Source: an optimization exercise on an open RTL-to-GDS flow (aim: small area, a short achievable clock period and few clock cycles per item). Production flows keep margins and buffers that such runs may drop.
Only simulation tests tie the RTL to the original design; equivalence was not proved.

===== config.mk =====
export PLATFORM = sky130hd
export DESIGN_NAME = ln_aes128
export DESIGN_NICKNAME = ln_aes128
export VERILOG_FILES = /design/flow/design.v
export SDC_FILE = /design/flow/constraint.sdc
export NUM_CORES = 4
export LEC_CHECK = 0
export CAP_MARGIN = 20
export CELL_PAD_IN_SITES_DETAIL_PLACEMENT = 0
export CELL_PAD_IN_SITES_GLOBAL_PLACEMENT = 0
export CORE_MARGIN = 2
export CORE_UTILIZATION = 60
export CTS_BUF_LIST = sky130_fd_sc_hd__clkbuf_4 sky130_fd_sc_hd__clkbuf_8
export GPL_ROUTABILITY_DRIVEN = 1
export PLACE_DENSITY = 0.75
export SETUP_SLACK_MARGIN = 3.0
export SLEW_MARGIN = 20

===== constraint.sdc =====
create_clock -name core_clock -period 10.0 [get_ports {clk}]
set_input_delay 2.0000 -clock core_clock [delete_from_list [all_inputs] [get_ports {clk}]]
set_output_delay 2.0000 -clock core_clock [all_outputs]
set_load 0.01 [all_outputs]

===== design.v =====
`timescale 1ns/1ps
module ln_aes128 (
    input  wire         clk,
    input  wire         rst,       
    input  wire         start,     
    input  wire [127:0] key,
    input  wire [127:0] din,
    output wire         ready,
    output reg          done,      
    output wire [127:0] dout
);
    function [7:0] aes_sbox;
        input [7:0] x;
        reg U0, U1, U2, U3, U4, U5, U6, U7, T1, T2, T3, T4, T5, T6, T7, T8, T9, T10, T11, T12, T13, T14, T15, T16, T17, T18, T19, T20, T21, T22, T23, T24, T25, T26, T27, D, M1, M2, M3, M4, M5, M6, M7, M8, M9, M10, M11, M12, M13, M14, M15, M16, M17, M18, M19, M20, M21, M22, M23, M24, M25, M26, M27, M28, M29, M30, M31, M32, M33, M34, M35, M36, M37, M38, M39, M40, M41, M42, M43, M44, M45, M46, M47, M48, M49, M50, M51, M52, M53, M54, M55, M56, M57, M58, M59, M60, M61, M62, M63, L0, L1, L2, L3, L4, L5, L6, L7, L8, L9, L10, L11, L12, L13, L14, L15, L16, L17, L18, L19, L20, L21, L22, L23, L24, L25, L26, L27, L28, L29;
        begin
            U0 = x[7];
            U1 = x[6];
            U2 = x[5];
            U3 = x[4];
            U4 = x[3];
            U5 = x[2];
            U6 = x[1];
            U7 = x[0];
            T1 = U0^U3;
            T2 = U0^U5;
            T3 = U0^U6;
            T4 = U3^U5;
            T5 = U4^U6;
            T6 = T1^T5;
            T7 = U1^U2;
            T8 = U7^T6;
            T9 = U7^T7;
            T10 = T6^T7;
            T11 = U1^U5;
            T12 = U2^U5;
            T13 = T3^T4;
            T14 = T6^T11;
            T15 = T5^T11;
            T16 = T5^T12;
            T17 = T9^T16;
            T18 = U3^U7;
            T19 = T7^T18;
            T20 = T1^T19;
            T21 = U6^U7;
            T22 = T7^T21;
            T23 = T2^T22;
            T24 = T2^T10;
            T25 = T20^T17;
            T26 = T3^T16;
            T27 = T1^T12;
            D = U7;
            M1 = T13&T6;
            M2 = T23&T8;
            M3 = T14^M1;
            M4 = T19&D;
            M5 = M4^M1;
            M6 = T3&T16;
            M7 = T22&T9;
            M8 = T26^M6;
            M9 = T20&T17;
            M10 = M9^M6;
            M11 = T1&T15;
            M12 = T4&T27;
            M13 = M12^M11;
            M14 = T2&T10;
            M15 = M14^M11;
            M16 = M3^M2;
            M17 = M5^T24;
            M18 = M8^M7;
            M19 = M10^M15;
            M20 = M16^M13;
            M21 = M17^M15;
            M22 = M18^M13;
            M23 = M19^T25;
            M24 = M22^M23;
            M25 = M22&M20;
            M26 = M21^M25;
            M27 = M20^M21;
            M28 = M23^M25;
            M29 = M28&M27;
            M30 = M26&M24;
            M31 = M20&M23;
            M32 = M27&M31;
            M33 = M27^M25;
            M34 = M21&M22;
            M35 = M24&M34;
            M36 = M24^M25;
            M37 = M21^M29;
            M38 = M32^M33;
            M39 = M23^M30;
            M40 = M35^M36;
            M41 = M38^M40;
            M42 = M37^M39;
            M43 = M37^M38;
            M44 = M39^M40;
            M45 = M42^M41;
            M46 = M44&T6;
            M47 = M40&T8;
            M48 = M39&D;
            M49 = M43&T16;
            M50 = M38&T9;
            M51 = M37&T17;
            M52 = M42&T15;
            M53 = M45&T27;
            M54 = M41&T10;
            M55 = M44&T13;
            M56 = M40&T23;
            M57 = M39&T19;
            M58 = M43&T3;
            M59 = M38&T22;
            M60 = M37&T20;
            M61 = M42&T1;
            M62 = M45&T4;
            M63 = M41&T2;
            L0 = M61^M62;
            L1 = M50^M56;
            L2 = M46^M48;
            L3 = M47^M55;
            L4 = M54^M58;
            L5 = M49^M61;
            L6 = M62^L5;
            L7 = M46^L3;
            L8 = M51^M59;
            L9 = M52^M53;
            L10 = M53^L4;
            L11 = M60^L2;
            L12 = M48^M51;
            L13 = M50^L0;
            L14 = M52^M61;
            L15 = M55^L1;
            L16 = M56^L0;
            L17 = M57^L1;
            L18 = M58^L8;
            L19 = M63^L4;
            L20 = L0^L1;
            L21 = L1^L7;
            L22 = L3^L12;
            L23 = L18^L2;
            L24 = L15^L9;
            L25 = L6^L10;
            L26 = L7^L9;
            L27 = L8^L10;
            L28 = L11^L14;
            L29 = L11^L17;
            aes_sbox[7] = L6^L24;
            aes_sbox[6] = ~(L16^L26);
            aes_sbox[5] = ~(L19^L28);
            aes_sbox[4] = L6^L21;
            aes_sbox[3] = L20^L22;
            aes_sbox[2] = L25^L29;
            aes_sbox[1] = ~(L13^L27);
            aes_sbox[0] = ~(L6^L23);
        end
    endfunction
    function [7:0] xtime;
        input [7:0] a;
        xtime = {a[6:0], 1'b0} ^ (a[7] ? 8'h1b : 8'h00);
    endfunction
    reg  [127:0] state;    
    reg  [127:0] rkey;     
    reg  [3:0]   rnd;      
    wire         busy = (rnd != 4'd0) && (rnd != 4'd10);
    assign ready = !busy;
    reg [7:0] rcon;
    always @(*) begin
        case (rnd)
            4'd1:    rcon = 8'h02;
            4'd2:    rcon = 8'h04;
            4'd3:    rcon = 8'h08;
            4'd4:    rcon = 8'h10;
            4'd5:    rcon = 8'h20;
            4'd6:    rcon = 8'h40;
            4'd7:    rcon = 8'h80;
            4'd8:    rcon = 8'h1b;
            4'd9:    rcon = 8'h36;
            default: rcon = 8'h01;
        endcase
    end
    reg          kidle;
    wire [127:0] ksrc = {busy ? rkey[127:32] : key[127:32], kidle ? key[31:0] : rkey[31:0]};
    wire [31:0] kw0 = ksrc[127:96], kw1 = ksrc[95:64], kw2 = ksrc[63:32], kw3 = ksrc[31:0];
    wire [31:0] kt  = {aes_sbox(kw3[23:16]), aes_sbox(kw3[15:8]),
                       aes_sbox(kw3[7:0]), aes_sbox(kw3[31:24])};
    wire [31:0] kp0 = kw0 ^ {rcon, 24'h0};
    wire [31:0] kp1 = kp0 ^ kw1;
    wire [31:0] kp2 = kp1 ^ kw2;
    wire [31:0] kp3 = kp2 ^ kw3;
    wire [127:0] nk = {kp0 ^ kt, kp1 ^ kt, kp2 ^ kt, kp3 ^ kt};
    wire [127:0] mix;
    genvar gi;
    generate
        for (gi = 0; gi < 4; gi = gi + 1) begin : g_mc
            wire [7:0] a0 = state[127 - 32*gi -: 8],      a1 = state[127 - 32*gi - 8 -: 8];
            wire [7:0] a2 = state[127 - 32*gi - 16 -: 8], a3 = state[127 - 32*gi - 24 -: 8];
            wire [7:0] t  = a0 ^ a1 ^ a2 ^ a3;
            assign mix[127 - 32*gi      -: 8] = t ^ xtime(a0 ^ a1);
            assign mix[127 - 32*gi - 8  -: 8] = t ^ xtime(a1 ^ a2);
            assign mix[127 - 32*gi - 16 -: 8] = t ^ xtime(a2 ^ a3);
            assign mix[127 - 32*gi - 24 -: 8] = t ^ xtime(a3 ^ a0);
        end
    endgenerate
    wire [127:0] x = busy ? (state ^ mix ^ rkey) : (din ^ key);
    wire [127:0] state_d;
    generate
        for (gi = 0; gi < 16; gi = gi + 1) begin : g_sb
            assign state_d[127 - 8*gi -: 8] =
                aes_sbox(x[127 - 8*(((gi/4 + gi%4) % 4)*4 + gi%4) -: 8]);
        end
    endgenerate
    assign dout = state ^ rkey;
    always @(posedge clk) begin
        state <= state_d;
        rkey  <= nk;
        if (rst) begin
            rnd   <= 4'd0;
            done  <= 1'b0;
            kidle <= 1'b1;
        end else begin
            done  <= (rnd == 4'd9);
            kidle <= busy ? (rnd == 4'd9) : !start;
            if (busy)
                rnd <= rnd + 4'd1;
            else if (start)
                rnd <= 4'd1;
            else
                rnd <= 4'd0;
        end
    end
endmodule

===== standard.sh =====
#!/bin/bash
# synth_recipe.tcl (not shown) runs the flow's synth.tcl, then flattens the netlist and writes it again
# the make line also repeats each setting of config.mk as NAME=value (left out here)
make -C /OpenROAD-flow-scripts/flow DESIGN_CONFIG=/design/flow/config.mk WORK_HOME=/design/flow/orfs CLKGATE_MAP_FILE= SYNTH_SCRIPT=/design/flow/synth_recipe.tcl "${@:-finish}"

===== flow/run.sh =====
#!/bin/bash
# Own layout flow: the standard layout (standard.sh), except that
#  - the technology mapping step of the standard synthesis runs ABC with the
#    script in flow/map.abc instead of ORFS's abc_speed/abc_area script;
#  - every input and output port still gets its own buffer, but the port
#    buffers are sky130_fd_sc_hd__buf_1 (buffer_ports -buffer_cell);
#  - the floorplan step does not run its pre-placement timing repair, which
#    times the unplaced netlist with wire-load models (REMOVE_ABC_BUFFERS=1);
#    timing is repaired after placement, CTS and global routing as usual;
#  - clock tree synthesis runs with ORFS's arguments plus -dont_use_dummy_load
#    (no dummy load cells on the clock tree), with the CTS_BUF_LIST buffers.
# Everything else (Yosys passes, flip-flop mapping, flattening, renaming,
# floorplan, placement, CTS, routing) is the standard flow unchanged.
set -euo pipefail
W=$(pwd)
# ORFS synth.tcl with only the ABC script swapped
sed -e "s#log_cmd abc {\*}\$abc_args#log_cmd abc -script $W/flow/map.abc {*}[lrange \$abc_args 2 end]#" \
    "$FLOW_HOME/scripts/synth.tcl" > "$W/synth_mod.tcl"
grep -q "flow/map.abc" "$W/synth_mod.tcl"
# synth_recipe.tcl with synth.tcl replaced by the copy above
sed -e "s#source \$::env(SCRIPTS_DIR)/synth.tcl#source $W/synth_mod.tcl#" \
    "$W/synth_recipe.tcl" > "$W/own_synth.tcl"
grep -q "synth_mod.tcl" "$W/own_synth.tcl"
# standard.sh with the synthesis script replaced
sed -e "s#SYNTH_SCRIPT=[^ ]*#SYNTH_SCRIPT=$W/own_synth.tcl 'BUFFER_PORTS_ARGS=-inputs -outputs -buffer_cell sky130_fd_sc_hd__buf_1' REMOVE_ABC_BUFFERS=1 'CTS_ARGS=-sink_clustering_enable -repair_clock_nets -dont_use_dummy_load -buf_list {sky130_fd_sc_hd__clkbuf_4 sky130_fd_sc_hd__clkbuf_8}'#" \
    "$W/standard.sh" > "$W/own_standard.sh"
grep -q "own_synth.tcl" "$W/own_standard.sh"
grep -q "buffer_cell" "$W/own_standard.sh"
grep -q "REMOVE_ABC_BUFFERS=1" "$W/own_standard.sh"
grep -q "dont_use_dummy_load" "$W/own_standard.sh"
bash "$W/own_standard.sh" finish > "$W/flow_make.log" 2>&1
test -f "$W/out/final.def"

===== flow/map.abc =====
strash; &get -n; &dch -f; &nf -R 1000; &put; topo; stime -c

==> flow_summary_export.csv, run 1 <==
group,metric,value,unit
clock_tree,cts_tree,"yes",
logic_synthesis,ys_ff_latch,262,
sta,final_max_slew_viol_count,0,
sta,slew_headroom,0.230,
routing,drc,0,
hold_path,hold_class,"flop to flop",
floorplan,core,55200,um^2
setup_path,cp_num_buf_inv,1,
placement,gp_congestion,1.05,
logic_synthesis,postSynthAreaPerCell,8.37,um^2
setup_path,worstPathCellList,"buf_1 -> mux2i_2 -> xor2_2 -> xor2_2 -> xor2_1 -> ha_1 -> xor2_1 -> xnor2_1 -> xnor2_2 -> o21ai_0 -> xor2_1 -> xor2_1 -> xnor2_1 -> nand2_1 -> xor2_2 -> xor2_1 -> xnor2_1 -> xnor2_1 -> xnor2_2 -> xnor2_2 -> xnor2_1",
floorplan,die_h,241,um
setup_path,crit_path_start_kind,"input port",
clock_tree,path_clk_slew,0.06,ns
routing,via_count,28600,
clock_tree,cts_buffer_depth,3,
setup_path,worstSetupPathType,"input port to flop",
routing,wl_per_cell,22.2,um
sta,setup_viol,0,
logic_synthesis,netlist_area,33600,um^2
sta,finalCritPeriodShare,0.674,
setup_path,max_stage_delay,0.42,ns
floorplan,num_rows,86,
sta,worst_pin_slew,1.15,ns
job,maxCapViolations,0,
sta,skew,0.0482,ns
sta,setup_ws,3.26,ns
placement,post-place-ws,1.82,ns
clock_tree,worstSkewPairLatency,0.67,ns
logic_synthesis,synth-main-ff-cell,"dfxtp_1",
routing,drtPass1Iterations,6,
placement,placed_area,36100,um^2
clock_tree,cts_sinks,262,
placement,dp_hpwl,98500,um
floorplan,start_util,0.608,
setup_path,critPathArrivalTime,7.31,ns
sta,hold_viol_final,0,
final_layout,drive_gt1_frac,0.0621,
routing,viasPerCell,5.48,
logic_synthesis,synth_edf_count,0,
setup_path,critPathSlowestCell,"mux2i_2",
global_route,grt_pass1_vias,27600,
placement,portBuffers,388,
clock_tree,ctsHtreeMaxLevel,2,
routing,detail-route-antenna-nets,0,
logic_synthesis,async_flop_share,0,
routing,first_iter_violations,2367,
clock_tree,cts_made_buffers,50,
global_route,grt_pass1_wl,167000,um
sta,timing.hold.ws,0.552,ns
setup_path,worstPathRequired,10.56,ns
floorplan,io_pins,389,
logic_synthesis,synth_cell_types,36,
global_route,grt_overflow,0,
final_layout,nets,4785,
global_route,grt_antenna_before_repair,10,
final_layout,areaGrowthSynthToFinish,14.1,%
global_route,grt_max_degree,72,
logic_synthesis,syn-instance-count,4013,
setup_path,crit_family,"XOR/XNOR gates",
logic_synthesis,ys_warn_count,1,
clock_tree,cts_root_buf,"clkbuf_8",
clock_tree,ctsHoldBuffers,0,
sta,fmax,148,MHz
final_layout,finish.instance_area,38300,um^2
global_route,grt_usage,0.387,
setup_path,end_kind,"flop",
outcome,status,"finished clean",
setup_path,crit_fanout,7,
sta,rsz0062_at_grt,"true",
floorplan,die_area,57900,um^2
routing,routed_wirelength,116000,um
logic_synthesis,ys_seq_area_frac,0.156,
floorplan,dieWidth,241,um
sta,period_minus_slack,6.74,ns
-- worst register-to-register path, stage by stage (launching register included) --
cell     delay (ns)
dfxtp_1        0.55
xor2_2         0.40
xnor2_2        0.22
xnor2_1        0.47
xnor2_1        0.18
nor2_1         0.06
a21oi_1        0.40
xnor2_1        0.26
xnor2_1        0.47
xnor2_1        0.16
ha_1           0.33
xnor2_1        0.14
xnor2_1        0.14
xnor2_1        0.34
or2_0          0.19
nand2_1        0.08
xnor2_1        0.49
xnor2_1        0.22
xnor2_1        0.17
nor2b_1        0.15
xnor2_1        0.48
xnor2_1        0.26
xnor2_1        0.20
xnor2_1        0.14
-- flip-flops by register name, summed over array words and instances (netlist names) --
| signal | count |
|---|---|
| kidle | 1 |
| done | 1 |
| rnd | 4 |
| rkey | 128 |
| state | 128 |
-- worst paths after layout --
| check | depth (start not counted) | end | slack [ns] | start |
|---|---|---|---|---|
| worst min-delay path | 2 | rnd[0]$_SDFF_PP0_ | 0.55 | rnd[0]$_SDFF_PP0_ |
| worst max register to register | 23 | state[122]$_DFF_P_ | 3.38 | state[121]$_DFF_P_ |
| worst max-delay path | 21 | rkey[19]$_DFF_P_ | 3.26 | key[9] |
| worst min register to register | 2 | rnd[0]$_SDFF_PP0_ | 0.55 | rnd[0]$_SDFF_PP0_ |
-- layout make-up --
cell class | instances | area (um^2)
clock buffer | 50 | 688
inverter | 45 | 169
timing repair buffer | 414 | 1710
multi-input combinational | 3707 | 29500
sequential | 262 | 5250
tap | 748 | 936
antenna | 3 | 7.51
fill | 4730 | 16900
-- metal layers --
| metal | GRT usage | vias up | routed length (um) | part of all wire |
|---|---|---|---|---|
| li1 | - | 13600 | - | - |
| met1 | 0.495 | 13500 | 47400 | 0.41 |
| met2 | 0.629 | 1251 | 51900 | 0.45 |
| met3 | 0.0612 | 300 | 9870 | 0.085 |
| met4 | 0.198 | 8 | 6810 | 0.059 |
| met5 | 0 | - | 50 | 0.00043 |
-- cell usage in the layout, fill, tap and decap left out, types with 5 or more instances in the layout --
cell	instances
mux2i_2	22
or2_0	8
ha_1	46
buf_4	21
a21oi_1	124
a21o_1	9
xor2_1	707
and2_0	26
a21oi_2	30
clkinv_1	45
xnor2_2	92
a211oi_1	36
buf_12	5
clkbuf_8	50
o21ai_1	8
nor2b_1	62
a22o_1	5
mux2i_1	108
nand2_1	256
buf_1	388
xnor2_1	1534
nor2_1	407
nand2b_1	66
nor3_1	13
dfxtp_1	261
mux2i_4	6
o21ai_0	48
xor2_2	44
a31oi_1	7
-- synth_stat cells (all sizes together) (5+ instances only) --
cell / number / area share
dfxtp: 262 / 0.16
and2: 26 / 0.0048
clkinv: 45 / 0.0050
a211oi: 36 / 0.0080
nor2: 408 / 0.046
a22o: 5 / 0.0013
nor3: 13 / 0.0019
a21o: 9 / 0.0020
xnor2: 1628 / 0.42
nand2b: 66 / 0.012
mux2i: 136 / 0.041
nor2b: 63 / 0.012
o21ai: 56 / 0.0083
xor2: 752 / 0.20
nand2: 256 / 0.029
or2: 8 / 0.0015
ha: 46 / 0.017
a21oi: 154 / 0.023
a31oi: 7 / 0.0013
-- through the flow --
step	utilization	TNS [ns]	std cells
2_1_floorplan	-	-2981.35	4013
3_3_place_gp	0.654	0	5162
3_5_place_dp	0.655	0	5162
4_1_cts	0.672	0	5218
5_1_grt	0.694	0	5227
6_report	0.694	0	5229
-- logic make-up after synthesis --
group,share of synthesized area
XOR/XNOR,0.622
AND/OR/NAND/NOR,0.108
AO/OA/AOI/OAI,0.0492
flip-flops,0.156
multiplexers,0.0419
adder cells (fa/ha/maj),0.0171
buffers and inverters,0.00503
-- timing repair --
| item | 4_1_cts | 5_1_grt |
|---|---|---|
| buffers inserted | 5 | 8 |
| pin swaps | 1 | 10 |
| setup endpoints to repair | 123 | 181 |
| gates cloned | 1 | 0 |
| resized for setup | 39 | 177 |
Testbench counts, summed over its fixed seeds: cycles 16,000, blocks 1,600.
==> run 2: changes to the inputs <==
--- a/flow/run.sh
+++ b/flow/run.sh
@@ -9,5 +9,5 @@
 #    timing is repaired after placement, CTS and global routing as usual;
 #  - clock tree synthesis runs with ORFS's arguments plus -dont_use_dummy_load
-#    (no dummy load cells on the clock tree), with the CTS_BUF_LIST buffers.
+#    (no dummy load cells on the clock tree), with clkbuf_2 and clkbuf_4 buffers and sink clusters of up to 30.
 # Everything else (Yosys passes, flip-flop mapping, flattening, renaming,
 # floorplan, placement, CTS, routing) is the standard flow unchanged.
@@ -23,5 +23,5 @@
 grep -q "synth_mod.tcl" "$W/own_synth.tcl"
 # standard.sh with the synthesis script replaced
-sed -e "s#SYNTH_SCRIPT=[^ ]*#SYNTH_SCRIPT=$W/own_synth.tcl 'BUFFER_PORTS_ARGS=-inputs -outputs -buffer_cell sky130_fd_sc_hd__buf_1' REMOVE_ABC_BUFFERS=1 'CTS_ARGS=-sink_clustering_enable -repair_clock_nets -dont_use_dummy_load -buf_list {sky130_fd_sc_hd__clkbuf_4 sky130_fd_sc_hd__clkbuf_8}'#" \
+sed -e "s#SYNTH_SCRIPT=[^ ]*#SYNTH_SCRIPT=$W/own_synth.tcl 'BUFFER_PORTS_ARGS=-inputs -outputs -buffer_cell sky130_fd_sc_hd__buf_1' REMOVE_ABC_BUFFERS=1 'CTS_ARGS=-sink_clustering_enable -repair_clock_nets -dont_use_dummy_load -buf_list {sky130_fd_sc_hd__clkbuf_2 sky130_fd_sc_hd__clkbuf_4} -sink_clustering_size 30'#" \
     "$W/standard.sh" > "$W/own_standard.sh"
 grep -q "own_synth.tcl" "$W/own_standard.sh"
--- a/config.mk
+++ b/config.mk
@@ -11,5 +11,6 @@
 export CORE_MARGIN = 2
 export CORE_UTILIZATION = 60
-export CTS_BUF_LIST = sky130_fd_sc_hd__clkbuf_4 sky130_fd_sc_hd__clkbuf_8
+export CTS_BUF_LIST = sky130_fd_sc_hd__clkbuf_2 sky130_fd_sc_hd__clkbuf_4
+export CTS_CLUSTER_SIZE = 30
 export GPL_ROUTABILITY_DRIVEN = 1
 export PLACE_DENSITY = 0.75
==> flow_summary_export.csv, run 2 <==
group,metric,value,unit
logic_synthesis,synth_common_cells,"xnor2_1, xor2_1, nor2_1",
outcome,status,"finished clean",
placement,gp_congestion,1.05,
placement,dp_hpwl,98500,um
clock_tree,cts_sinks,262,
final_layout,top_regs,"rkey x128, state x128, rnd x4",
clock_tree,cts_buffer_depth,3,
routing,via_count,28700,
sta,fmax,148,MHz
logic_synthesis,ys_seq_area_frac,0.156,
logic_synthesis,synth_top_area_share,0.425,
logic_synthesis,ys_warn_count,1,
clock_tree,worstSkewPairLatency,0.84,ns
logic_synthesis,ys_ff_latch,262,
logic_synthesis,synth-main-ff-cell,"dfxtp_1",
setup_path,reg2reg_from,"state[92]$_DFF_P_",
setup_path,r2r_slack,3.27,ns
sta,hold_viol_final,0,
floorplan,core,55200,um^2
sta,worst_pin_slew,1.07,ns
global_route,grt_usage,0.388,
clock_tree,path_clk_slew,0.06,ns
sta,finalCritPeriodShare,0.676,
sta,skew,0.0886,ns
sta,rsz0062_at_grt,"true",
final_layout,drive_gt1_frac,0.0591,
placement,portBuffers,388,
final_layout,final_cell_mix,"xnor2_1, xor2_1, nor2_1, buf_1, dfxtp_1",
routing,viasPerCell,5.45,
routing,wl_per_cell,22.0,um
setup_path,startpoint,"key[18]",
clock_tree,cts_tree,"yes",
clock_tree,ctsHtreeMaxLevel,3,
logic_synthesis,synth_area_leader_cell,"xnor2_1",
floorplan,start_util,0.608,
floorplan,dieWidth,241,um
sta,timing.hold.ws,0.549,ns
global_route,grt_max_degree,72,
global_route,grt_overflow,0,
clock_tree,cts_made_buffers,76,
clock_tree,cts_root_buf,"clkbuf_4",
floorplan,die_area,57900,um^2
hold_path,hold_class,"flop to flop",
sta,final_max_slew_viol_count,0,
logic_synthesis,syn-instance-count,4013,
floorplan,io_pins,389,
setup_path,worstPathRequired,10.66,ns
setup_path,crit_path_start_kind,"input port",
job,maxCapViolations,0,
clock_tree,ctsHoldBuffers,0,
hold_path,hold_start,"rnd[0]$_SDFF_PP0_",
setup_path,critPathArrivalTime,7.42,ns
final_layout,utilization,0.686,
global_route,grt_antenna_before_repair,8,
sta,period_minus_slack,6.76,ns
logic_synthesis,synth_cell_types,36,
final_layout,areaGrowthSynthToFinish,12.8,%
global_route,grt_pass1_vias,27700,
sta,setup_ws,3.24,ns
routing,drtPass1Iterations,5,
logic_synthesis,synth_edf_count,0,
logic_synthesis,netlist_area,33600,um^2
routing,detail-route-antenna-nets,0,
setup_path,crit_fanout,6,
final_layout,final_cells,5255,
logic_synthesis,async_flop_share,0,
floorplan,num_rows,86,
logic_synthesis,synth.most_common_cell,"xnor2_1",
sta,setup_viol,0,
logic_synthesis,postSynthAreaPerCell,8.37,um^2
logic_synthesis,ys_top_cells_by_area,"xnor2_1, xor2_1, dfxtp_1",
placement,dpl.cell_count,5162,
global_route,grt_pass1_wl,167000,um
routing,drc,0,
final_layout,final_common_cell,"xnor2_1",
floorplan,die_h,241,um
final_layout,nets,4807,
setup_path,end_kind,"flop",
placement,post-place-ws,1.82,ns
routing,first_iter_violations,2369,
setup_path,worstSetupPathType,"input port to flop",
sta,slew_headroom,0.282,
routing,routed_wirelength,116000,um
==> run 2: changes by cell type in the layout (fill, tap and decap cells not counted), moves of 4 or more <==
cell / previous run / this run
xnor2_2: 92 / 72
clkbuf_4: 0 / 76
mux2i_1: 108 / 113
xor2_2: 44 / 37
buf_4: 21 / 17
diode_2: 3 / 7
clkbuf_8: 50 / 0
xor2_1: 707 / 714
xnor2_1: 1534 / 1556
==> run 2: cell families (layout without fill, tap and decap cells) <==
logic type      count (synthesis)  count (layout)  share of synthesized area
compound gates                288             289                     0.0492
xor+xnor                     2382            2382                      0.622
fa+ha+maj                      46              46                     0.0171
buf+inv                        45             531                    0.00503
flops                         262             262                      0.156
mux                           140             140                     0.0419
other cells                     0               7                          0
simple gates                  850             850                      0.108
==> run 2: critical path, stage by stage <==
cell,delay (ns)
buf_1,0.10
mux2i_2,0.39
xor2_1,0.30
xor2_1,0.38
xnor2_1,0.21
ha_1,0.28
xnor2_1,0.19
xnor2_1,0.16
xnor2_1,0.14
clkinv_1,0.18
nor2_1,0.20
a22o_1,0.25
nand2b_1,0.12
o21ai_0,0.11
nor2b_1,0.25
xor2_1,0.29
xor2_1,0.28
xor2_1,0.14
xnor2_1,0.85
xnor2_1,0.38
xnor2_1,0.21
==> run 2: timing repair <==
item	4_1_cts	5_1_grt
setup buffers	5	4
pin swaps	0	7
gates resized for setup	21	157
endpoints found under the setup margin	90	170
gates cloned	1	0
==> run 2: metrics by stage <==
stage / area [um^2] / setup TNS [ns]
after floorplan: 33600 / -2981.35
after global placement: 36100 / 0
after detailed placement: 36100 / 0
after CTS: 36900 / 0
after global routing: 37900 / 0
final: 37900 / 0
==> run 2: layout make-up <==
class                      instances  area [um^2]
clock buffer                      76          571
timing repair buffer             410         1680
multi-input combinational       3707        29300
antenna                            7         17.5
inverter                          45          169
fill                            4791        17300
sequential                       262         5250
tap                              748          936
==> run 2: worst paths after layout <==
check,end,depth (start not counted)
max,rkey[28]$_DFF_P_,21
min,rnd[0]$_SDFF_PP0_,2
max reg2reg,state[34]$_DFF_P_,24
min reg2reg,rnd[0]$_SDFF_PP0_,2
==> run 2: per-layer routing <==
metal	vias to the layer above	part of all wire	track usage	wire (um)
met1	13400	0.41	0.500	47600
li1	13700	-	-	-
met2	1254	0.45	0.625	51500
met4	6	0.059	0.204	6870
met5	-	0.00031	0	36
met3	286	0.084	0.0607	9700
==> run 3: changes to the inputs <==
--- a/design.v
+++ b/design.v
@@ -161,5 +161,6 @@
     reg  [3:0]   rnd;      
     wire         busy = (rnd != 4'd0) && (rnd != 4'd10);
-    assign ready = !busy;
+    reg          bsy;
+    assign ready = !bsy;
     reg [7:0] rcon;
     always @(*) begin
@@ -178,5 +179,5 @@
     end
     reg          kidle;
-    wire [127:0] ksrc = {busy ? rkey[127:32] : key[127:32], kidle ? key[31:0] : rkey[31:0]};
+    wire [127:0] ksrc = {bsy ? rkey[127:32] : key[127:32], kidle ? key[31:0] : rkey[31:0]};
     wire [31:0] kw0 = ksrc[127:96], kw1 = ksrc[95:64], kw2 = ksrc[63:32], kw3 = ksrc[31:0];
     wire [31:0] kt  = {aes_sbox(kw3[23:16]), aes_sbox(kw3[15:8]),
@@ -200,5 +201,5 @@
         end
     endgenerate
-    wire [127:0] x = busy ? (state ^ mix ^ rkey) : (din ^ key);
+    wire [127:0] x = bsy ? (state ^ mix ^ rkey) : (din ^ key);
     wire [127:0] state_d;
     generate
@@ -216,7 +217,9 @@
             done  <= 1'b0;
             kidle <= 1'b1;
+            bsy   <= 1'b0;
         end else begin
             done  <= (rnd == 4'd9);
             kidle <= busy ? (rnd == 4'd9) : !start;
+            bsy   <= busy ? (rnd != 4'd9) : start;
             if (busy)
                 rnd <= rnd + 4'd1;
==> flow_summary_export.csv, run 3 <==
group,metric,value,unit
clock_tree,path_clk_slew,0.06,ns
setup_path,worstPathRequired,10.68,ns
sta,finalCritPeriodShare,0.680,
global_route,grt_usage,0.391,
sta,skew,0.0915,ns
logic_synthesis,ys_top_cells_by_area,"xnor2_1, xor2_1, dfxtp_1",
clock_tree,ctsHoldBuffers,0,
clock_tree,cts_buffer_depth,3,
setup_path,critPathArrivalTime,7.48,ns
setup_path,crit_path_start_kind,"input port",
sta,setup_viol,0,
hold_path,hold_class,"flop to flop",
final_layout,top_regs,"rkey x128, state x128, rnd x4",
placement,portBuffers,388,
routing,drtPass1Iterations,5,
global_route,grt_antenna_before_repair,3,
final_layout,final_common_cell,"xnor2_1",
sta,timing.hold.ws,0.530,ns
logic_synthesis,synth.most_common_cell,"xnor2_1",
sta,hold_viol_final,0,
clock_tree,worstSkewPairLatency,0.85,ns
final_layout,finish.instance_area,37600,um^2
floorplan,core,55300,um^2
clock_tree,cts_sinks,263,
routing,drc,0,
setup_path,r2r_slack,3.28,ns
logic_synthesis,netlist_area,33700,um^2
floorplan,num_rows,86,
floorplan,die_area,58000,um^2
final_layout,fillers,4908,
setup_path,crit_fanout,5,
final_layout,areaGrowthSynthToFinish,11.9,%
job,maxCapViolations,0,
logic_synthesis,synth_top_family_by_area,"XOR/XNOR gates",
final_layout,final_cells,5268,
routing,routed_wirelength,118000,um
clock_tree,cts_tree,"yes",
logic_synthesis,synth-xor-area-share,0.628,
clock_tree,cts_made_buffers,76,
clock_tree,cts_root_buf,"clkbuf_4",
global_route,grt_max_degree,133,
routing,viasPerCell,5.47,
logic_synthesis,synth.area.mux_share,0.0405,
logic_synthesis,synth_common_cells,"xnor2_1, xor2_1, nor2_1",
final_layout,utilization,0.681,
logic_synthesis,synthSimpleGateAreaFrac,0.109,
logic_synthesis,ys_seq_area_frac,0.156,
logic_synthesis,synth_compound_area_frac,0.0436,
floorplan,io_pins,389,
final_layout,final_cell_mix,"xnor2_1, xor2_1, buf_1, nor2_1, nand2_1",
logic_synthesis,synth-main-ff-cell,"dfxtp_1",
sta,final_max_slew_viol_count,0,
placement,dpl.cell_count,5182,
setup_path,worstSetupPathType,"input port to flop",
global_route,grt_pass1_vias,27400,
placement,gp_congestion,1.08,
logic_synthesis,async_flop_share,0,
logic_synthesis,postSynthAreaPerCell,8.34,um^2
placement,placed_area,36200,um^2
global_route,grt_pass1_wl,168000,um
placement,dp_hpwl,100000,um
logic_synthesis,synth_edf_count,0,
sta,period_minus_slack,6.80,ns
routing,first_iter_violations,2237,
sta,slew_headroom,0.303,
floorplan,dieWidth,241,um
final_layout,drive_gt1_frac,0.0474,
sta,rsz0062_at_grt,"true",
global_route,grt_overflow,0,
routing,detail-route-antenna-nets,0,
outcome,status,"finished clean",
sta,worst_pin_slew,1.04,ns
setup_path,end_kind,"flop",
final_layout,nets,4821,
logic_synthesis,synth_area_leader_cell,"xnor2_1",
logic_synthesis,synth-adder-area-share,0.0171,
logic_synthesis,ys_warn_count,1,
logic_synthesis,syn-instance-count,4035,
sta,fmax,147,MHz
logic_synthesis,synth_cell_types,37,
floorplan,die_h,241,um
logic_synthesis,synth_top_area_share,0.411,
logic_synthesis,ys_ff_latch,263,
clock_tree,ctsHtreeMaxLevel,3,
routing,wl_per_cell,22.4,um
routing,via_count,28800,
floorplan,start_util,0.609,
-- run 3: cell types whose count changed in the layout (fill, tap and decap cells not counted), moves of 9 or more --
| cell | delta |
|---|---|
| a211oi_1 | -34 |
| a21oi_1 | +10 |
| a21oi_2 | -20 |
| a22oi_1 | +13 |
| nand2_1 | +66 |
| nor2_1 | -21 |
| nor2b_1 | -15 |
| nor3_1 | -9 |
| o21ai_0 | +9 |
| xnor2_1 | -30 |
| xnor2_2 | -17 |
| xor2_1 | +86 |
-- run 3: cell families (layout without fill, tap and decap cells) --
group                      after synthesis  count (layout)
buffers and inverters                   44             523
DFF                                    263             263
other                                    0               6
and+or+nand+nor                        871             871
AOI/OAI and AO/OA                      263             263
adders and majority gates               46              46
xor gates and xnor gates              2412            2412
muxes                                  136             136
-- run 3: what timing repair did --
action / in CTS / in global routing
setup endpoints to repair: 34 / 151
pin swaps: 0 / 1
gates cloned: 0 / 1
gates resized for setup: 17 / 120
setup buffers: 0 / 3
-- run 3: path summary, 6_finish.rpt --
| path | cells past startpoint | start | end |
|---|---|---|---|
| min | 1 | rnd[0]$_SDFF_PP0_ | rnd[0]$_SDFF_PP0_ |
| max | 21 | key[79] | state[10]$_DFF_P_ |
| max reg2reg | 23 | state[76]$_DFF_P_ | state[10]$_DFF_P_ |
| min reg2reg | 1 | rnd[0]$_SDFF_PP0_ | rnd[0]$_SDFF_PP0_ |
-- run 3: layout make-up --
cell class | instances | area [um^2] | area share
tap | 748 | 936 | 0.0249
antenna | 6 | 15.0 | 0.000399
clock buffer | 76 | 571 | 0.0152
timing repair buffer | 403 | 1640 | 0.0434
multi-input combinational | 3728 | 29100 | 0.772
inverter | 44 | 168 | 0.00445
sequential | 263 | 5270 | 0.140
-- run 3: worst max-delay path, cell delays in order --
cell and delay (ns):
buf_1 0.30, xnor2_1 0.17, nor2_1 0.07, a21oi_2 0.43, xor2_1 0.40, xor2_1 0.44, xnor2_1 0.19, xnor2_1 0.17
xnor2_1 0.15, xnor2_1 0.33, clkinv_1 0.15, nand2_1 0.14, xor2_1 0.18, mux2i_1 0.38, xor2_1 0.38, xnor2_1 0.15
nor2_1 0.13, xor2_1 0.45, xnor2_1 0.27, xnor2_1 0.20, xnor2_1 0.40
-- run 3: per-layer routing --
metal  wire length (um)  track usage  vias to the layer above
li1                   -            -                    13700
met1              48400        0.500                    13600
met2              53000        0.634                     1268
met3               9560       0.0650                      270
met4               6880        0.198                        0
met5                  0            0                        -
-- run 3: metrics by stage --
stage | worst slack (ns) | setup TNS, ns
floorplan | -5.22 | -618.65
global route | 2.89 | 0
finish | 3.20 | 0
detailed placement | 1.72 | 0
CTS | 3.01 | 0
global placement | 1.69 | 0
Testbench counts of run 3, summed over its fixed seeds: cycles 16,000, blocks 1,600.
==> run 4: changes to the inputs <==
--- a/config.mk
+++ b/config.mk
@@ -15,4 +15,4 @@
 export GPL_ROUTABILITY_DRIVEN = 1
 export PLACE_DENSITY = 0.75
-export SETUP_SLACK_MARGIN = 3.0
+export SETUP_SLACK_MARGIN = 2.7
 export SLEW_MARGIN = 20
==> flow_summary_export.csv, run 4 <==
group,metric,value,unit
global_route,grt_overflow,0,
placement,gp_congestion,1.08,
clock_tree,ctsHtreeMaxLevel,3,
routing,viasPerCell,5.43,
global_route,grt_pass1_wl,168000,um
sta,setup_tns,0,ns
job,maxCapViolations,0,
sta,period_minus_slack,7.05,ns
clock_tree,cts_made_buffers,76,
logic_synthesis,syn-instance-count,4035,
routing,first_iter_violations,2218,
clock_tree,cts_tree,"yes",
sta,hold_viol_final,0,
sta,final_max_slew_viol_count,0,
routing,wl_per_cell,22.1,um
final_layout,final_common_cell,"xnor2_1",
placement,dp_hpwl,100000,um
floorplan,core,55300,um^2
floorplan,num_rows,86,
logic_synthesis,synth_area_leader_cell,"xnor2_1",
floorplan,dieWidth,241,um
floorplan,die_area,58000,um^2
setup_path,critPathArrivalTime,7.72,ns
sta,setup_viol,0,
sta,skew,0.0898,ns
floorplan,start_util,0.609,
sta,worst_pin_slew,1.20,ns
global_route,grt_pass1_vias,27300,
clock_tree,worstSkewPairLatency,0.84,ns
logic_synthesis,synth-main-ff-cell,"dfxtp_1",
global_route,grt_max_degree,133,
floorplan,io_pins,389,
logic_synthesis,ys_ff_latch,263,
sta,rsz0062_at_grt,"false",
sta,fmax,142,MHz
final_layout,drive_gt1_frac,0.0297,
logic_synthesis,ys_seq_area_frac,0.156,
logic_synthesis,postSynthAreaPerCell,8.34,um^2
logic_synthesis,netlist_area,33700,um^2
logic_synthesis,ys_warn_count,1,
global_route,grt_antenna_before_repair,3,
logic_synthesis,synth_cell_types,37,
setup_path,crit_fanout,6,
logic_synthesis,ys_top_cells_by_area,"xnor2_1, xor2_1, dfxtp_1",
final_layout,top_regs,"rkey x128, state x128, rnd x4",
final_layout,final_cell_mix,"xnor2_1, xor2_1, buf_1, nor2_1, nand2_1",
logic_synthesis,async_flop_share,0,
outcome,status,"finished clean",
routing,drc,0,
sta,setup_ws,2.95,ns
logic_synthesis,synth.most_common_cell,"xnor2_1",
placement,post-place-ws,1.72,ns
routing,drtPass1Iterations,5,
clock_tree,path_clk_slew,0.06,ns
hold_path,hold_class,"flop to flop",
setup_path,end_kind,"flop",
routing,routed_wirelength,116000,um
clock_tree,cts_setup_buffers,0,
sta,slew_headroom,0.201,
floorplan,die_h,241,um
routing,detail-route-antenna-nets,0,
global_route,grt_usage,0.390,
setup_path,crit_path_start_kind,"input port",
final_layout,utilization,0.670,
setup_path,worstSetupPathType,"input port to flop",
logic_synthesis,synth_common_cells,"xnor2_1, xor2_1, nor2_1",
clock_tree,cts_root_buf,"clkbuf_4",
logic_synthesis,synth_edf_count,0,
setup_path,worstPathRequired,10.67,ns
clock_tree,cts_buffer_depth,3,
logic_synthesis,synth_top_area_share,0.411,
placement,portBuffers,388,
clock_tree,cts_sinks,263,
routing,via_count,28600,
final_layout,areaGrowthSynthToFinish,10.1,%
sta,finalCritPeriodShare,0.705,
final_layout,nets,4817,
==> run 4: cell counts after synthesis <==
Identical to the previous run, type by type.
==> run 4: area by class of cell <==
| type | instances | area (um^2) |
|---|---|---|
| antenna | 4 | 10.0 |
| clock buffer | 76 | 571 |
| fill | 4986 | 18300 |
| inverter | 44 | 168 |
| multi-input combinational | 3728 | 28500 |
| sequential | 263 | 5270 |
| tap | 748 | 936 |
| timing repair buffer | 399 | 1580 |
==> run 4: cell families (layout without fill, tap and decap cells) <==
kind of cell	Yosys count	count (layout)	share of synthesized area
compound gates	263	263	0.0436
xor+xnor	2412	2412	0.628
fa+ha+maj	46	46	0.0171
buf+inv	44	519	0.00491
flops	263	263	0.156
mux	136	136	0.0405
other cells	0	4	0
simple gates	871	871	0.109
==> run 4: timing repair <==
item	CTS	global route
gates resized for setup	2	51
pin swaps	0	0
hold buffers	0	0
endpoints found under the setup margin	3	82
endpoints found under the hold margin	0	0
==> run 4: worst max-delay path: stages <==
cell	delay (ns)
buf_1	0.16
xnor2_1	0.38
nor2_1	0.17
a21oi_1	0.33
xor2_1	0.19
xnor2_1	0.62
xor2_1	0.39
xnor2_1	0.20
nand2_1	0.11
xnor2_1	0.16
xnor2_1	0.33
nand2_1	0.22
xor2_1	0.23
mux2i_1	0.47
xor2_1	0.37
xnor2_1	0.19
nor2_1	0.07
xnor2_1	0.48
xnor2_1	0.26
xnor2_1	0.24
xnor2_1	0.15
==> run 4: stage by stage <==
step / std cells / cell area [um^2] / hold WS, ns
detailed placement: 5182 / 36200 / 0.510
finish: 5262 / 37000 / 0.532
floorplan: 4035 / 33700 / 0.459
global route: 5262 / 37000 / 0.573
CTS: 5258 / 36700 / 0.529
global placement: 5182 / 36200 / 0.491
==> run 4: path summary, 6_finish.rpt <==
check / start / end / slack, ns / depth (start not counted)
setup / recovery: key[53] / state[82]$_DFF_P_ / 2.95 / 21
hold / removal: rnd[0]$_SDFF_PP0_ / rnd[0]$_SDFF_PP0_ / 0.53 / 1
setup reg to reg: state[32]$_DFF_P_ / state[111]$_DFF_P_ / 3.17 / 18
hold reg to reg: rnd[0]$_SDFF_PP0_ / rnd[0]$_SDFF_PP0_ / 0.53 / 1
==> run 4: per-layer routing <==
layer / wire, um / global-route usage / up-vias
li1: - / - / 13600
met2: 52200 / 0.634 / 1175
met4: 6660 / 0.196 / 0
met1: 48800 / 0.498 / 13500
met5: 0 / 0 / -
met3: 8780 / 0.0669 / 263
==> run 5: changes to the inputs <==
--- a/config.mk
+++ b/config.mk
@@ -15,4 +15,5 @@
 export GPL_ROUTABILITY_DRIVEN = 1
 export PLACE_DENSITY = 0.75
-export SETUP_SLACK_MARGIN = 2.7
+export SETUP_SLACK_MARGIN = 3.3
 export SLEW_MARGIN = 20
+export TNS_END_PERCENT = 10
==> flow_summary_export.csv, run 5 <==
group,metric,value,unit
logic_synthesis,synth.most_common_cell,"xnor2_1",
final_layout,final_common_cell,"xnor2_1",
routing,via_count,28900,
final_layout,nets,4827,
sta,setup_viol,0,
clock_tree,path_clk_slew,0.06,ns
final_layout,top_regs,"rkey x128, state x128, rnd x4",
routing,drc,0,
sta,hold_viol_final,0,
routing,drtPass1Iterations,5,
logic_synthesis,synth_area_leader_cell,"xnor2_1",
placement,portBuffers,388,
setup_path,ff2ff_path_depth,22,
floorplan,start_util,0.609,
job,maxCapViolations,0,
clock_tree,cts_sinks,263,
setup_path,crit_family,"XOR/XNOR gates",
global_route,grt_usage,0.391,
floorplan,num_rows,86,
setup_path,crit_path_start_kind,"input port",
final_layout,final_cell_mix,"xnor2_1, xor2_1, buf_1, nor2_1, nand2_1",
sta,fmax,151,MHz
routing,routed_wirelength,119000,um
sta,skew,0.0860,ns
sta,worst_pin_slew,1.08,ns
setup_path,max_stage_delay,0.38,ns
logic_synthesis,synth_top_area_share,0.411,
final_layout,seqCellArea,5270,um^2
logic_synthesis,ys_seq_area_frac,0.156,
global_route,grt_max_degree,133,
placement,dp_hpwl,100000,um
logic_synthesis,ys_ff_latch,263,
clock_tree,ctsHoldBuffers,0,
clock_tree,ctsHtreeMaxLevel,3,
global_route,grt_antenna_before_repair,3,
sta,slew_headroom,0.274,
sta,final_max_slew_viol_count,0,
routing,detail-route-antenna-nets,0,
final_layout,areaGrowthSynthToFinish,13.4,%
sta,setup_tns,0,ns
logic_synthesis,ys_top_cells_by_area,"xnor2_1, xor2_1, dfxtp_1",
logic_synthesis,async_flop_share,0,
floorplan,io_pins,389,
final_layout,multi_input_comb_area,29500,um^2
setup_path,worstPathRequired,10.69,ns
floorplan,die_area,58000,um^2
global_route,grt_pass1_wl,168000,um
global_route,grt_pass1_vias,27400,
logic_synthesis,postSynthAreaPerCell,8.34,um^2
final_layout,drive_gt1_frac,0.0615,
logic_synthesis,ys_warn_count,1,
logic_synthesis,synth_edf_count,0,
clock_tree,worstSkewPairLatency,0.84,ns
logic_synthesis,syn-instance-count,4035,
setup_path,timing.rr.end,"state[10]$_DFF_P_",
sta,period_minus_slack,6.64,ns
setup_path,critPathArrivalTime,7.33,ns
clock_tree,cts_made_buffers,76,
hold_path,whs_path_depth,1,
floorplan,core,55300,um^2
outcome,status,"finished clean",
clock_tree,cts_tree,"yes",
setup_path,r2r_slack,3.41,ns
sta,finalCritPeriodShare,0.664,
setup_path,critPathSlowestCell,"mux2i_2",
routing,viasPerCell,5.48,
clock_tree,cts_buffer_depth,3,
placement,gp_congestion,1.08,
setup_path,critPathMostFrequentCell,"xnor2_1",
routing,first_iter_violations,2204,
hold_path,hold_start,"rnd[0]$_SDFF_PP0_",
setup_path,reg2reg_from,"state[79]$_DFF_P_",
setup_path,crit_fanout,5,
global_route,grt_overflow,0,
logic_synthesis,synth_common_cells,"xnor2_1, xor2_1, nor2_1",
logic_synthesis,synth_cell_types,37,
sta,rsz0062_at_grt,"true",
floorplan,die_h,241,um
final_layout,fillers,4837,
logic_synthesis,synth-main-ff-cell,"dfxtp_1",
floorplan,dieWidth,241,um
clock_tree,cts_root_buf,"clkbuf_4",
logic_synthesis,netlist_area,33700,um^2
setup_path,worstPathCellList,"buf_1 -> mux2i_2 -> xor2_2 -> xor2_2 -> xor2_1 -> ha_1 -> xor2_1 -> xnor2_1 -> xnor2_2 -> clkinv_1 -> o21ai_0 -> xor2_1 -> xnor2_1 -> xnor2_1 -> nand2_1 -> xor2_2 -> xnor2_2 -> xnor2_1 -> xnor2_1 -> xnor2_2 -> xnor2_1 -> xnor2_1",
routing,wl_per_cell,22.5,um
setup_path,end_kind,"flop",
hold_path,min_to,"rnd[0]$_SDFF_PP0_",
sta,setup_ws,3.36,ns
setup_path,cp_num_buf_inv,2,
placement,post-place-ws,1.72,ns
setup_path,worstSetupPathType,"input port to flop",
hold_path,hold_class,"flop to flop",
==> run 5: logic make-up after synthesis <==
group / synth area share
xor+xnor: 0.628
simple gates: 0.109
compound gates: 0.0436
flops: 0.156
mux: 0.0405
fa+ha+maj: 0.0171
buf+inv: 0.00491
==> run 5: how the worst max path moves through the flow <==
stage / slack (ns) / startpoint / end / cells after the start
6_report: 3.36 / key[19] / rkey[31]$_DFF_P_ / 22
5_1_grt: 3.15 / key[9] / rkey[20]$_DFF_P_ / 22
4_1_cts: 3.24 / key[64] / state[34]$_DFF_P_ / 20
3_5_place_dp: 1.72 / key[23] / rkey[31]$_DFF_P_ / 22
3_3_place_gp: 1.69 / key[23] / rkey[31]$_DFF_P_ / 22
2_1_floorplan: -5.22 / bsy$_SDFF_PP0_ / state[98]$_DFF_P_ / 19
==> run 5: what timing repair did <==
action | 4_1_cts | 5_1_grt
gates resized for setup | 50 | 159
setup buffers | 0 | 9
setup endpoints to repair | 95 | 181
gates cloned | 0 | 1
pin swaps | 1 | 9
==> run 5: stage by stage <==
stage	utilization	instances	instance area, um^2	hold WS (ns)
2_1_floorplan	-	4035	33700	0.459
3_3_place_gp	0.654	5182	36200	0.491
6_report	0.690	5273	38200	0.532
4_1_cts	0.669	5258	37000	0.529
5_1_grt	0.690	5273	38200	0.573
3_5_place_dp	0.654	5182	36200	0.510
==> run 5: layout make-up <==
| type | instances | share of cell area |
|---|---|---|
| sequential | 263 | 0.138 |
| tap | 748 | 0.0245 |
| inverter | 44 | 0.00439 |
| clock buffer | 76 | 0.0149 |
| timing repair buffer | 409 | 0.0441 |
| multi-input combinational | 3728 | 0.774 |
| antenna | 5 | 0.000328 |
==> run 5: metal layers <==
layer	GRT usage	up-vias	wire length, um	share of wire
met5	0	-	0	0
met4	0.196	0	6710	0.057
met3	0.0660	263	9220	0.078
met2	0.637	1213	54000	0.45
met1	0.500	13800	48800	0.41
li1	-	13700	-	-
==> run 5: worst reg2reg max path, cell delays in order (launching register included) <==
cell,delay [ns]
dfxtp_1,0.55
xor2_2,0.37
xor2_1,0.32
xor2_1,0.34
xnor2_1,0.15
a21oi_2,0.33
xnor2_1,0.25
xnor2_1,0.45
xor2_1,0.25
ha_1,0.27
xor2_1,0.17
xnor2_1,0.14
xnor2_1,0.42
xnor2_1,0.18
nor2_1,0.06
a21oi_1,0.35
xor2_1,0.37
xnor2_1,0.19
nor2_1,0.10
xor2_2,0.23
xnor2_1,0.42
xnor2_1,0.15
xnor2_1,0.40
==> run 6: changes to the inputs <==
--- a/config.mk
+++ b/config.mk
@@ -17,3 +17,3 @@
 export SETUP_SLACK_MARGIN = 3.3
 export SLEW_MARGIN = 20
-export TNS_END_PERCENT = 10
+export TNS_END_PERCENT = 30
==> flow_summary_export.csv, run 6 <==
group,metric,value,unit
outcome,status,"finished clean",
logic_synthesis,synth_area_leader_cell,"xnor2_1",
routing,viasPerCell,5.50,
logic_synthesis,ys_warn_count,1,
logic_synthesis,synth-main-ff-cell,"dfxtp_1",
setup_path,crit_path_start_kind,"input port",
sta,setup_tns,0,ns
placement,portBuffers,388,
routing,drtPass1Iterations,5,
final_layout,areaGrowthSynthToFinish,14.0,%
setup_path,worstPathRequired,10.68,ns
floorplan,io_pins,389,
logic_synthesis,postSynthAreaPerCell,8.34,um^2
floorplan,core,55300,um^2
floorplan,num_rows,86,
final_layout,final_cells,5275,
floorplan,die_h,241,um
sta,setup_viol,0,
final_layout,final_cell_mix,"xnor2_1, xor2_1, buf_1, nor2_1, nand2_1",
hold_path,hold_class,"flop to flop",
sta,skew,0.0916,ns
logic_synthesis,async_flop_share,0,
sta,worst_pin_slew,1.19,ns
sta,finalCritPeriodShare,0.657,
setup_path,reg2reg_from,"state[32]$_DFF_P_",
setup_path,worstSetupPathType,"input port to flop",
clock_tree,worstSkewPairLatency,0.85,ns
floorplan,die_area,58000,um^2
sta,final_max_slew_viol_count,0,
routing,via_count,29000,
setup_path,ff2ff_path_depth,21,
clock_tree,cts_buffer_depth,3,
logic_synthesis,ys_ff_latch,263,
sta,slew_headroom,0.199,
clock_tree,cts_made_buffers,76,
sta,fmax,152,MHz
routing,drc,0,
clock_tree,path_clk_slew,0.06,ns
clock_tree,cts_root_buf,"clkbuf_4",
setup_path,crit_fanout,6,
global_route,grt_overflow,0,
sta,period_minus_slack,6.57,ns
sta,hold_viol_final,0,
logic_synthesis,synth_top_area_share,0.411,
global_route,grt_max_degree,133,
routing,wl_per_cell,22.6,um
global_route,grt_pass1_wl,168000,um
global_route,grt_antenna_before_repair,3,
logic_synthesis,synth_edf_count,0,
routing,first_iter_violations,2171,
hold_path,whs_path_depth,1,
logic_synthesis,synth_cell_types,37,
logic_synthesis,synth.most_common_cell,"xnor2_1",
final_layout,nets,4830,
clock_tree,ctsHtreeMaxLevel,3,
floorplan,start_util,0.609,
setup_path,startpoint,"key[53]",
placement,dp_hpwl,100000,um
logic_synthesis,synth_common_cells,"xnor2_1, xor2_1, nor2_1",
final_layout,drive_gt1_frac,0.0668,
setup_path,end_kind,"flop",
hold_path,hold_start,"rnd[0]$_SDFF_PP0_",
setup_path,critPathArrivalTime,7.25,ns
clock_tree,cts_tree,"yes",
final_layout,top_regs,"rkey x128, state x128, rnd x4",
clock_tree,cts_sinks,263,
logic_synthesis,netlist_area,33700,um^2
logic_synthesis,ys_top_cells_by_area,"xnor2_1, xor2_1, dfxtp_1",
floorplan,dieWidth,241,um
job,maxCapViolations,0,
final_layout,final_common_cell,"xnor2_1",
routing,routed_wirelength,119000,um
placement,dpl.cell_count,5182,
global_route,grt_pass1_vias,27400,
routing,detail-route-antenna-nets,0,
logic_synthesis,syn-instance-count,4035,
placement,gp_congestion,1.08,
clock_tree,ctsHoldBuffers,0,
logic_synthesis,ys_seq_area_frac,0.156,
sta,rsz0062_at_grt,"true",
global_route,grt_usage,0.391,
==> run 6: cell counts after synthesis <==
Identical to the previous run, type by type.
==> run 6: layout make-up <==
| class | instances | area (um^2) |
|---|---|---|
| Inverter | 44 | 168 |
| Clock buffer | 76 | 571 |
| Antenna cell | 4 | 10.0 |
| Tap cell | 748 | 936 |
| Multi-Input combinational cell | 3728 | 29700 |
| Fill cell | 4810 | 16900 |
| Timing Repair Buffer | 412 | 1710 |
| Sequential cell | 263 | 5270 |
==> run 6: cells by family (layout without fill, tap and decap cells) <==
logic type | after synthesis | count (layout) | share of synthesized area
AND/OR/NAND/NOR | 871 | 871 | 0.109
multiplexers | 136 | 136 | 0.0405
buffers and inverters | 44 | 532 | 0.00491
flip-flops | 263 | 263 | 0.156
XOR/XNOR | 2412 | 2412 | 0.628
other | 0 | 4 | 0
adder cells (fa/ha/maj) | 46 | 46 | 0.0171
AO/OA/AOI/OAI | 263 | 263 | 0.0436
==> run 6: repair_timing <==
item	CTS	global route
pin swaps	1	12
resized for setup	56	179
setup buffers	0	12
endpoints found under the setup margin	95	178
cloned	0	1
==> run 6: critical path, stage by stage <==
cell,delay [ns]
buf_1,0.17
xnor2_1,0.38
nor2_1,0.16
a21oi_1,0.37
xor2_2,0.36
xnor2_4,0.22
xor2_1,0.36
xnor2_1,0.20
nand2_1,0.11
xnor2_1,0.16
xnor2_1,0.32
nand2_1,0.23
xor2_1,0.29
mux2i_2,0.37
xor2_1,0.36
xnor2_1,0.19
nor2_1,0.10
xnor2_2,0.36
xnor2_2,0.17
xnor2_1,0.21
xnor2_1,0.14
==> run 6: path summary, 6_finish.rpt <==
| path | slack, ns | end |
|---|---|---|
| max | 3.43 | state[82]$_DFF_P_ |
| min | 0.53 | rnd[0]$_SDFF_PP0_ |
| max reg2reg | 3.50 | state[2]$_DFF_P_ |
| min reg2reg | 0.53 | rnd[0]$_SDFF_PP0_ |
==> run 6: metrics by stage <==
step           hold WS (ns)  setup WS, ns  utilization  instance area [um^2]
3_5_place_dp          0.510          1.72        0.654                 36200
6_report              0.532          3.43        0.694                 38400
5_1_grt               0.573          3.16        0.694                 38400
2_1_floorplan         0.459         -5.22            -                 33700
3_3_place_gp          0.491          1.69        0.654                 36200
4_1_cts               0.529          3.24        0.670                 37100
==> run 6: routing by layer <==
metal	track usage	vias to the layer above	share of wire
li1	-	13700	-
met1	0.500	13800	0.41
met2	0.637	1274	0.45
met3	0.0659	289	0.081
met4	0.195	0	0.058
met5	0	-	0
==> run 7: changes to the inputs <==
--- a/config.mk
+++ b/config.mk
@@ -15,5 +15,5 @@
 export GPL_ROUTABILITY_DRIVEN = 1
 export PLACE_DENSITY = 0.75
-export SETUP_SLACK_MARGIN = 3.3
+export SETUP_SLACK_MARGIN = 3.6
 export SLEW_MARGIN = 20
 export TNS_END_PERCENT = 30
==> flow_summary_export.csv, run 7 <==
group,metric,value,unit
routing,routed_wirelength,121000,um
placement,dpl.cell_count,5182,
placement,gp_congestion,1.08,
floorplan,dieWidth,241,um
logic_synthesis,netlist_area,33700,um^2
global_route,grt_pass1_vias,27700,
setup_path,timing.rr.end,"state[10]$_DFF_P_",
final_layout,areaGrowthSynthToFinish,19.3,%
setup_path,cp_num_buf_inv,2,
setup_path,reg2reg_from,"state[79]$_DFF_P_",
floorplan,start_util,0.609,
setup_path,r2r_slack,3.77,ns
global_route,grt_max_degree,133,
logic_synthesis,async_flop_share,0,
floorplan,io_pins,389,
setup_path,startpoint,"key[79]",
logic_synthesis,synth_edf_count,0,
final_layout,drive_gt1_frac,0.111,
sta,rsz0062_at_grt,"true",
floorplan,die_area,58000,um^2
setup_path,worstSetupPathType,"input port to flop",
setup_path,worstPathRequired,10.69,ns
clock_tree,cts_sinks,263,
logic_synthesis,synth_compound_area_frac,0.0436,
clock_tree,cts_root_buf,"clkbuf_4",
logic_synthesis,synth-adder-area-share,0.0171,
clock_tree,cts_made_buffers,76,
clock_tree,ctsHoldBuffers,0,
final_layout,nets,4894,
setup_path,max_stage_delay,0.44,ns
logic_synthesis,synth-xor-area-share,0.628,
clock_tree,ctsHtreeMaxLevel,3,
placement,portBuffers,388,
outcome,status,"finished clean",
routing,detail-route-antenna-nets,0,
logic_synthesis,postSynthAreaPerCell,8.34,um^2
floorplan,core,55300,um^2
final_layout,final_cell_mix,"xnor2_1, xor2_1, buf_1, nor2_1, nand2_1",
final_layout,utilization,0.726,
global_route,grt_antenna_before_repair,3,
clock_tree,worstSkewPairLatency,0.85,ns
global_route,grt_pass1_wl,170000,um
logic_synthesis,ys_ff_latch,263,
final_layout,top_regs,"rkey x128, state x128, rnd x4",
logic_synthesis,synthSimpleGateAreaFrac,0.109,
setup_path,ff2ff_path_depth,22,
job,maxCapViolations,0,
global_route,grt_usage,0.394,
sta,timing.hold.ws,0.533,ns
routing,drtPass1Iterations,5,
sta,hold_viol_final,0,
sta,setup_tns,0,ns
logic_synthesis,synth.most_common_cell,"xnor2_1",
sta,skew,0.0929,ns
routing,via_count,29500,
logic_synthesis,synth_top_family_by_area,"XOR/XNOR gates",
setup_path,critPathArrivalTime,6.96,ns
sta,finalCritPeriodShare,0.627,
setup_path,worst-path-stages,21,
sta,setup_viol,0,
placement,placed_area,36200,um^2
logic_synthesis,ys_top_cells_by_area,"xnor2_1, xor2_1, dfxtp_1",
placement,dp_hpwl,100000,um
setup_path,critPathSlowestCell,"mux2i_1",
logic_synthesis,synth.area.mux_share,0.0405,
setup_path,crit_end,"state[10]$_DFF_P_",
routing,first_iter_violations,2447,
sta,fmax,159,MHz
routing,viasPerCell,5.53,
sta,slew_headroom,0.297,
logic_synthesis,synth_common_cells,"xnor2_1, xor2_1, nor2_1",
setup_path,end_kind,"flop",
setup_path,crit_fanout,5,
logic_synthesis,synth_area_leader_cell,"xnor2_1",
logic_synthesis,synth_cell_types,37,
clock_tree,cts_buffer_depth,3,
logic_synthesis,synth_top_area_share,0.411,
sta,worst_pin_slew,1.04,ns
logic_synthesis,ys_seq_area_frac,0.156,
clock_tree,cts_tree,"yes",
logic_synthesis,ys_warn_count,1,
logic_synthesis,syn-instance-count,4035,
floorplan,die_h,241,um
floorplan,num_rows,86,
final_layout,fillers,4522,
setup_path,crit_family,"XOR/XNOR gates",
final_layout,finish.instance_area,40100,um^2
setup_path,crit_path_start_kind,"input port",
sta,final_max_slew_viol_count,0,
global_route,grt_overflow,0,
sta,period_minus_slack,6.27,ns
hold_path,hold_class,"flop to flop",
logic_synthesis,synth-main-ff-cell,"dfxtp_1",
routing,drc,0,
final_layout,final_cells,5342,
routing,wl_per_cell,22.7,um
setup_path,worstPathCellList,"buf_1 -> xnor2_1 -> nor2_1 -> a21oi_4 -> xor2_2 -> xor2_2 -> xnor2_1 -> xnor2_1 -> xnor2_1 -> xnor2_1 -> clkinv_1 -> nand2_1 -> xor2_1 -> mux2i_1 -> xor2_2 -> xnor2_1 -> nor2_1 -> xor2_2 -> xnor2_2 -> xnor2_1 -> xnor2_1",
setup_path,critPathMostFrequentCell,"xnor2_1",
clock_tree,path_clk_slew,0.06,ns
final_layout,final_common_cell,"xnor2_1",
[run 7: cell counts after synthesis]
No cell type changed its count.
[run 7: cell families (layout without fill, tap and decap cells)]
| group | count (synthesis) | count (layout) |
|---|---|---|
| buffers and inverters | 44 | 596 |
| AND/OR/NAND/NOR | 871 | 871 |
| adder cells (fa/ha/maj) | 46 | 46 |
| XOR/XNOR | 2412 | 2412 |
| AO/OA/AOI/OAI | 263 | 263 |
| multiplexers | 136 | 136 |
| other | 0 | 7 |
| flip-flops | 263 | 263 |
[run 7: worst min path at each step]
stage	startpoint	end	slack (ns)	cells past startpoint
global route	rnd[0]$_SDFF_PP0_	rnd[0]$_SDFF_PP0_	0.57	1
floorplan	rnd[0]$_SDFF_PP0_	rnd[0]$_SDFF_PP0_	0.46	1
global placement	rnd[0]$_SDFF_PP0_	rnd[0]$_SDFF_PP0_	0.49	1
detailed placement	rnd[0]$_SDFF_PP0_	rnd[0]$_SDFF_PP0_	0.51	1
CTS	rnd[0]$_SDFF_PP0_	rnd[0]$_SDFF_PP0_	0.53	1
finish	rnd[0]$_SDFF_PP0_	rnd[0]$_SDFF_PP0_	0.53	1
[run 7: repair_timing]
item,4_1_cts,5_1_grt
pin swaps,4,38
buffers inserted,7,69
hold endpoints to repair,0,0
endpoints found under the setup margin,199,208
resized for setup,144,277
cloned,0,1
[run 7: final cells by class]
type,instances,area (um^2),share of cell area
multi-input combinational,3728,31000,0.771
sequential,263,5270,0.131
timing repair buffer,476,2220,0.0553
tap,748,936,0.0233
clock buffer,76,571,0.0142
inverter,44,168,0.00418
antenna,7,17.5,0.000436
[run 7: per-stage QoR]
stage / worst slack, ns
6_report: 3.73
5_1_grt: 3.48
4_1_cts: 3.45
3_5_place_dp: 1.72
3_3_place_gp: 1.69
2_1_floorplan: -5.22
[run 7: metal layers]
layer	wire length, um	global-route usage
met4	7220	0.200
met2	55000	0.642
met5	0	0
met3	10400	0.0675
met1	48400	0.503

[re-timing with driven ports]
In the flow no input, the clock included, has a driving cell. The finished layouts below were timed again as built, in two steps. Step 1 sets driving cells, clkbuf_16 on the clock port and buf_2 on the other inputs (assumed; they add their load-dependent delay and slew). Step 2 adds t to the input delays and takes it off the output delays; t is the mean of the earliest and latest rising clock arrival at the registers after step 1. Input paths then give back, and output paths get back, about the clock's delay inside the block. a / b / c = no drivers / after step 1 / after step 2; a / b = the first two.
run	t (ns)	setup WS [ns]	slew at the worst register clock pin (ns)	worst data-port slew with drivers (ns)
run 1	0.707	3.257 / 3.301 / 2.594	0.06 / 0.06	0.07
run 2	0.864	3.242 / 3.265 / 2.422	0.07 / 0.07	0.07
run 3	0.861	3.203 / 3.233 / 2.372	0.08 / 0.08	0.11
run 4	0.847	2.947 / 2.980 / 2.133	0.08 / 0.08	0.12
run 5	0.850	3.357 / 3.386 / 2.536	0.08 / 0.08	0.10
run 6	0.857	3.427 / 3.463 / 2.606	0.07 / 0.07	0.11
run 7	0.859	3.726 / 3.756 / 2.897	0.07 / 0.07	0.10
After both steps every run listed still meets setup and hold. For run 3, which loses most, drivers alone change the setup slack by +0.030 ns; drivers and shift together by -0.831 ns.
